Context: an optimization exercise on an open-source flow, tuned for small area, a short achievable clock period and few clock cycles. The choices shown serve that exercise and are no tape-out recipe.
At most, simulation tests tie the RTL to the original design; equivalence was not proved.

// press_aes
module press_aes (
    input  wire         clk,
    input  wire         rst,         
    input  wire         key_valid,
    output wire         key_ready,
    input  wire [1:0]   key_len,     
    input  wire [255:0] key,
    input  wire         in_valid,
    output wire         in_ready,
    input  wire         in_dec,      
    input  wire [127:0] in_data,
    output wire         out_valid,
    input  wire         out_ready,
    output wire [127:0] out_data
);
Size in the first run: ~11,000 cells after synthesis, about 1,600 flip-flops, roughly 520 I/O pins.
export LEC_CHECK = 0
export ABC_CLOCK_PERIOD_IN_PS = 3500
export CAP_MARGIN = 20
export CORE_MARGIN = 2
export CORE_UTILIZATION = 45
export CTS_CLUSTER_DIAMETER = 150
export CTS_CLUSTER_SIZE = 16
export PLACE_DENSITY = 0.6
export SETUP_SLACK_MARGIN = 5
export SLEW_MARGIN = 20
create_clock -name core_clock -period 12.0 [get_ports {clk}]
standard.sh (not shown) runs the stock make flow with config.mk's settings and CLKGATE_MAP_FILE= SYNTH_SCRIPT=/design/flow/synth_recipe.tcl, a recipe that flattens the netlist after the stock synthesis.
==> flow/flow/run.sh <==
#!/bin/bash
set -euo pipefail
W=$PWD
export OWN_ABC_SCRIPT=$W/flow/abc_map.script
{
  cat <<'TCL'
# ORFS's synthesis calls abc with its own -script; use ours instead.
proc abc {args} {
  set i [lsearch -exact $args -script]
  if {$i >= 0} { lset args [expr {$i + 1}] $::env(OWN_ABC_SCRIPT) }
  puts "abc with own script: $args"
  yosys abc {*}$args
}
TCL
  cat synth_recipe.tcl
} > own_synth.tcl
bash standard.sh SYNTH_SCRIPT=$W/own_synth.tcl SETUP_SLACK_MARGIN=8 \
  "BUFFER_PORTS_ARGS=-buffer_cell sky130_fd_sc_hd__buf_1" finish > flow.log 2>&1
==> flow/flow/abc_map.script <==
&get -n
&st
&syn2
&dch
&if -g -K 6
&synch2
&nf -R 1000
&st
&syn2
&dch
&if -g -K 6
&synch2
&nf -R 1000
&put
The baseline went through all stages and came out clean.
Testbench counts at the start, summed over its fixed seeds: cycles 29,355.
==> next run, changes <==
--- a/flow/design.v
+++ b/flow/design.v
@@ -169,26 +169,29 @@
     reg [31:0]  sreg;        
     reg         srot;        
     reg [7:0]   srcon;       
     reg [47:0]  kmid;        
     reg [31:0]  tw;          
     reg [5:0]   erem;        
+    reg         at1, at2;    
+    reg         atend;       
+    reg         near;        
     wire [3:0] enr  = (elen == 2'd0) ? 4'd10 : (elen == 2'd1) ? 4'd12 : 4'd14;
     wire stall_arm = r2_v && r2_last && ovalid;
     wire stall     = stall_arm && !out_ready;
-    wire e_free  = !eact ? !stall_arm : (!econv && erem == 6'd0 && !ovalid);
+    wire e_free  = !eact ? !stall_arm : (!econv && atend && !ovalid);
     wire ib_any  = (ib_n != 2'd0);
     wire admit_x = ib_any && (ib0_dec == f_end) && e_free;
     wire conv_go = ib_any && (ib0_dec != f_end) && e_free;
-    wire admit_n = ib_any && eact && !econv && (ecyc == 6'd1 || ecyc == 6'd2) &&
+    wire admit_n = ib_any && eact && !econv && (at1 || at2) &&
                    (ib0_dec == edir);
     wire pop_ns  = admit_x || admit_n;
     wire pop     = admit_x || (admit_n && !stall);
     wire start   = admit_x || conv_go;
     wire kpend   = (srem != 4'd0);
-    wire e_load  = eact && (ecyc == 6'd2) && !stall;
+    wire e_load  = eact && at2 && !stall;
     wire e_step  = eact && kpend && (sdly == 2'd0) && !stall;
     wire [31:0] twr = tw ^ {24'd0, srcon};
     wire e_lstep = (srem == 4'd1);
     wire e_cend  = econv && e_step && e_lstep;
     assign in_ready  = in_rdy;
     assign key_ready = key_rdy;
@@ -364,21 +367,29 @@
             eact <= 1'b0;
         end else if (start) begin
             eact  <= 1'b1;
             econv <= conv_go;
             ecyc  <= 6'd1;
             erem  <= ((klen == 2'd0) ? 6'd30 : (klen == 2'd1) ? 6'd36 : 6'd42) - 6'd1;
+            at1   <= 1'b1;
+            at2   <= 1'b0;
+            atend <= 1'b0;
+            near  <= 1'b0;
             edir  <= f_end;
             elen  <= klen;
             k6    <= (klen == 2'd1);
             k8    <= (klen == 2'd2);
         end else if (eact && !stall) begin
-            if (econv ? e_cend : (erem == 6'd0))
+            if (econv ? e_cend : atend)
                 eact <= 1'b0;
-            ecyc <= ecyc + 6'd1;
-            erem <= erem - 6'd1;
+            ecyc  <= ecyc + 6'd1;
+            erem  <= erem - 6'd1;
+            at1   <= 1'b0;
+            at2   <= at1;
+            atend <= (erem == 6'd1);
+            near  <= (erem <= 6'd3);
         end
     end
     wire [191:0] f1_out;
     wire [127:0] f2_out;
     wire [127:0] e_sr, d_sr, t, p, v, m;
     wire [127:0] rk = kw[255:128];
@@ -417,13 +428,13 @@
             end else begin
                 st     <= f3_out;
                 st_dec <= r2_dec;
             end
             r1      <= f1_out;
             r1_dec  <= st_dec;
-            r1_last <= eact && !econv && (erem <= 6'd2);
+            r1_last <= eact && !econv && near;
             r2      <= f2_out;
             r2_dec  <= r1_dec;
             r2_last <= r1_last;
         end
         if (r2_v && r2_last && !stall)
             obuf <= fin_out;
@@ -449,13 +460,13 @@
     end
     wire       n_key_ok = !rst && (key_ok || key_go);
     wire [1:0] n_ib_n   = rst ? 2'd0 : ib_nn;
     wire       n_ib0_dec = pop ? ((ib_n == 2'd2) ? ib1_dec : in_dec) :
                            (blk_go && ib_n == 2'd0) ? in_dec : ib0_dec;
     wire       n_f_end  = key_go ? 1'b0 : e_cend ? !f_end : f_end;
-    wire       n_eact   = !rst && (start || (eact && !(!stall && (econv ? e_cend : (erem == 6'd0)))));
+    wire       n_eact   = !rst && (start || (eact && !(!stall && (econv ? e_cend : atend))));
     wire [5:0] n_ecyc   = start ? 6'd1 : (eact && !stall) ? ecyc + 6'd1 : ecyc;
     always @(posedge clk) begin
         if (rst) begin
             key_ok <= 1'b0;
             ib_n   <= 2'd0;
             st_v   <= 1'b0;
Result: Register-to-register slack degrades by 130 ps; count of clock-buffer cells in the layout decreases by 1; design area came out higher by about 1.8%; die area hardly moves; critical path depth grows by 7; via count is higher by 1.7%; core utilization rises by 0.91 points; fmax shrinks by about 1.8%.
No functional check of the RTL was part of the second run of this note.

* * *

press_aes, a different RTL version from the one above (not shown whole).
Size: ~12,000 cells after synthesis, about 1,600 flip-flops, about 520 I/O pins, ~120,000 sq um of cells after synthesis.
Design press_aes, start of the top module:
module press_aes (
    input  wire         clk,
    input  wire         rst,         
    input  wire         key_valid,
    output wire         key_ready,
    input  wire [1:0]   key_len,     
    input  wire [255:0] key,
    input  wire         in_valid,
    output wire         in_ready,
    input  wire         in_dec,      
    input  wire [127:0] in_data,
    output wire         out_valid,
    input  wire         out_ready,
    output wire [127:0] out_data
);
Settings: LEC_CHECK=0, ABC_CLOCK_PERIOD_IN_PS=3500, CAP_MARGIN=20, CORE_MARGIN=2, CORE_UTILIZATION=45, CTS_CLUSTER_DIAMETER=200, CTS_CLUSTER_SIZE=20, PLACE_DENSITY=0.6, SETUP_SLACK_MARGIN=5, SLEW_MARGIN=20; clock period 12.0 ns.
==> flow/flow/run.sh <==
#!/bin/bash
set -euo pipefail
bash standard.sh SETUP_SLACK_MARGIN=8 "BUFFER_PORTS_ARGS=-buffer_cell sky130_fd_sc_hd__buf_1" finish > flow.log 2>&1
The first run passed the timing, DRC and antenna checks.
Next try:
--- a/flow/design.v
+++ b/flow/design.v
@@ -303,21 +303,19 @@
     endfunction
     wire [31:0] sinit = (klen == 2'd0) ? {K3[7:0], K3[31:8]} : {K5[7:0], K5[31:8]};
     always @(posedge clk) begin
         if (key_go) begin
             kst   <= key;
             klen  <= key_len;
             f_raw <= (key_len != 2'd2);
             f_end <= 1'b0;
-        end else if (e_load) begin
-            kst   <= kst_ld;
-            f_raw <= 1'b0;
         end else if (e_cend) begin
             kst   <= {kw[255:128], nw};
+            f_raw <= 1'b0;
             f_end <= !f_end;
         end
     end
     always @(posedge clk) begin
         if (e_load)
             kw <= kst_ld;
         else if (e_step)
             kw <= kw_n;
Outcome: The new run finished with timing, DRC and antenna clean; utilization is lower by 0.20 points; critical path depth came out lower by 4; clock skew drops by 0.025 ns; via count drops by a few percent; worst hold slack loses 0.017 ns; cell area fell slightly; area after synthesis goes down slightly.
Function was not checked in any run of this note: the RTL went through the layout flow alone.

* * *

Setup of v6:
RTL: one of the versions met above, not the one the previous note started from.
For scale: roughly 11000 cells after synthesis, ~110000 um2 of cells after synthesis.
Settings: LEC_CHECK=0, ABC_CLOCK_PERIOD_IN_PS=3500, CAP_MARGIN=20, CORE_MARGIN=2, CORE_UTILIZATION=45, CTS_CLUSTER_DIAMETER=200, CTS_CLUSTER_SIZE=20, PLACE_DENSITY=0.6, SETUP_SLACK_MARGIN=5, SLEW_MARGIN=20; clock period 12.0 ns.
==> flow/flow/run.sh <==
#!/bin/bash
set -euo pipefail
W=$PWD
export OWN_ABC_SCRIPT=$W/flow/abc_map.script
{
  cat <<'TCL'
# ORFS's synthesis calls abc with its own -script; use ours instead.
proc abc {args} {
  set i [lsearch -exact $args -script]
  if {$i >= 0} { lset args [expr {$i + 1}] $::env(OWN_ABC_SCRIPT) }
  puts "abc with own script: $args"
  yosys abc {*}$args
}
TCL
  cat synth_recipe.tcl
} > own_synth.tcl
bash standard.sh SYNTH_SCRIPT=$W/own_synth.tcl SETUP_SLACK_MARGIN=8 \
  "BUFFER_PORTS_ARGS=-buffer_cell sky130_fd_sc_hd__buf_1" finish > flow.log 2>&1
==> flow/flow/abc_map.script <==
&get -n
&st
&syn2
&dch
&if -g -K 6
&synch2
&nf -R 1000
&put
Input-level comparison between v7 and v6:
-- flow/design.v --
<<< v6, line 450
    wire       n_key_ok = !rst && (key_ok || key_go);
    wire [1:0] n_ib_n   = rst ? 2'd0 : ib_nn;
    wire       n_eact   = !rst && (start || (eact && !(!stall && (econv ? e_cend : (erem == 6'd0)))));
    wire [5:0] n_ecyc   = start ? 6'd1 : (eact && !stall) ? ecyc + 6'd1 : ecyc;
>>> v7, line 450
    wire       n_key_ok = !rst && (key_ok || key_go);
    wire [1:0] n_ib_n   = rst ? 2'd0 : ib_nn;
    wire       n_ib0_dec = pop ? ((ib_n == 2'd2) ? ib1_dec : in_dec) :
                           (blk_go && ib_n == 2'd0) ? in_dec : ib0_dec;
    wire       n_f_end  = key_go ? 1'b0 : e_cend ? !f_end : f_end;
    wire       n_eact   = !rst && (start || (eact && !(!stall && (econv ? e_cend : (erem == 6'd0)))));
    wire [5:0] n_ecyc   = start ? 6'd1 : (eact && !stall) ? ecyc + 6'd1 : ecyc;
<<< v6, line 474
                ovalid <= 1'b0;
        end
        in_rdy  <= n_key_ok && (n_ib_n != 2'd2);
        key_rdy <= (n_ib_n == 2'd0) && !(n_eact && (n_ecyc == 6'd1 || n_ecyc == 6'd2));
    end
>>> v7, line 477
                ovalid <= 1'b0;
        end
        in_rdy  <= n_key_ok && (n_ib_n == 2'd0 || (n_ib_n == 2'd1 && n_ib0_dec == n_f_end));
        key_rdy <= (n_ib_n == 2'd0) && !(n_eact && (n_ecyc == 6'd1 || n_ecyc == 6'd2));
    end
### Flow results
Compared v7 vs v6, and post-detailed-placement half-perimeter wirelength is up in v7.
Of v6 and v7, the lower share of post-route cells with drive strength above 1 belongs to v6.
In v7, routed wire length is higher than in v6.
Timing-limited maximum frequency, v6 and v7, lower one = v7.
On cell area, v7 tracks v6 almost exactly.
v6 → v7: total setup buffers inserted after CTS saw an increase, met3 track utilization from global routing went up, met2 track utilization from global routing down 0.16 points.
Comparing v6 with v7, the synthesized-area fraction occupied by ao, oa, aoi and oai cells came out essentially unchanged.
Testbench counts of v7, summed over its fixed seeds: cycles 29,355.
For v6, only the layout was checked, not whether the RTL still works.

[separate check: timing with driven ports]
In the flow no input, the clock included, has a driving cell. The finished layouts below were timed again as built, in two steps. Step 1, drivers: a clkbuf_16 drives clk and a buf_2 each remaining input, both assumed. Step 2 also shifts input and output timing later by t, the mid clock arrival at the registers, as if the neighbouring blocks saw the same clock. Slacks: no drivers / after step 1 / after step 2; pairs: no drivers / after step 1.
run	t, ns	setup slack, ns	worst setup path at the end
the first run of note 1	0.932	7.894 / 7.922 / 7.043	input to register
the second run of note 1	0.944	7.818 / 7.744 / 7.004	input to register
the first run of note 2	0.912	7.864 / 7.864 / 7.045	input to register
the second run of note 2	0.899	7.915 / 7.896 / 7.151	input to register
v6	0.897	7.919 / 7.871 / 7.164	input to register
v7	0.924	7.872 / 7.872 / 7.101	input to register
After both steps every run listed still meets setup and hold. The setup slack of the first run of note 1, which loses most, moves by +0.028 ns with the drivers and by -0.851 ns with both steps.
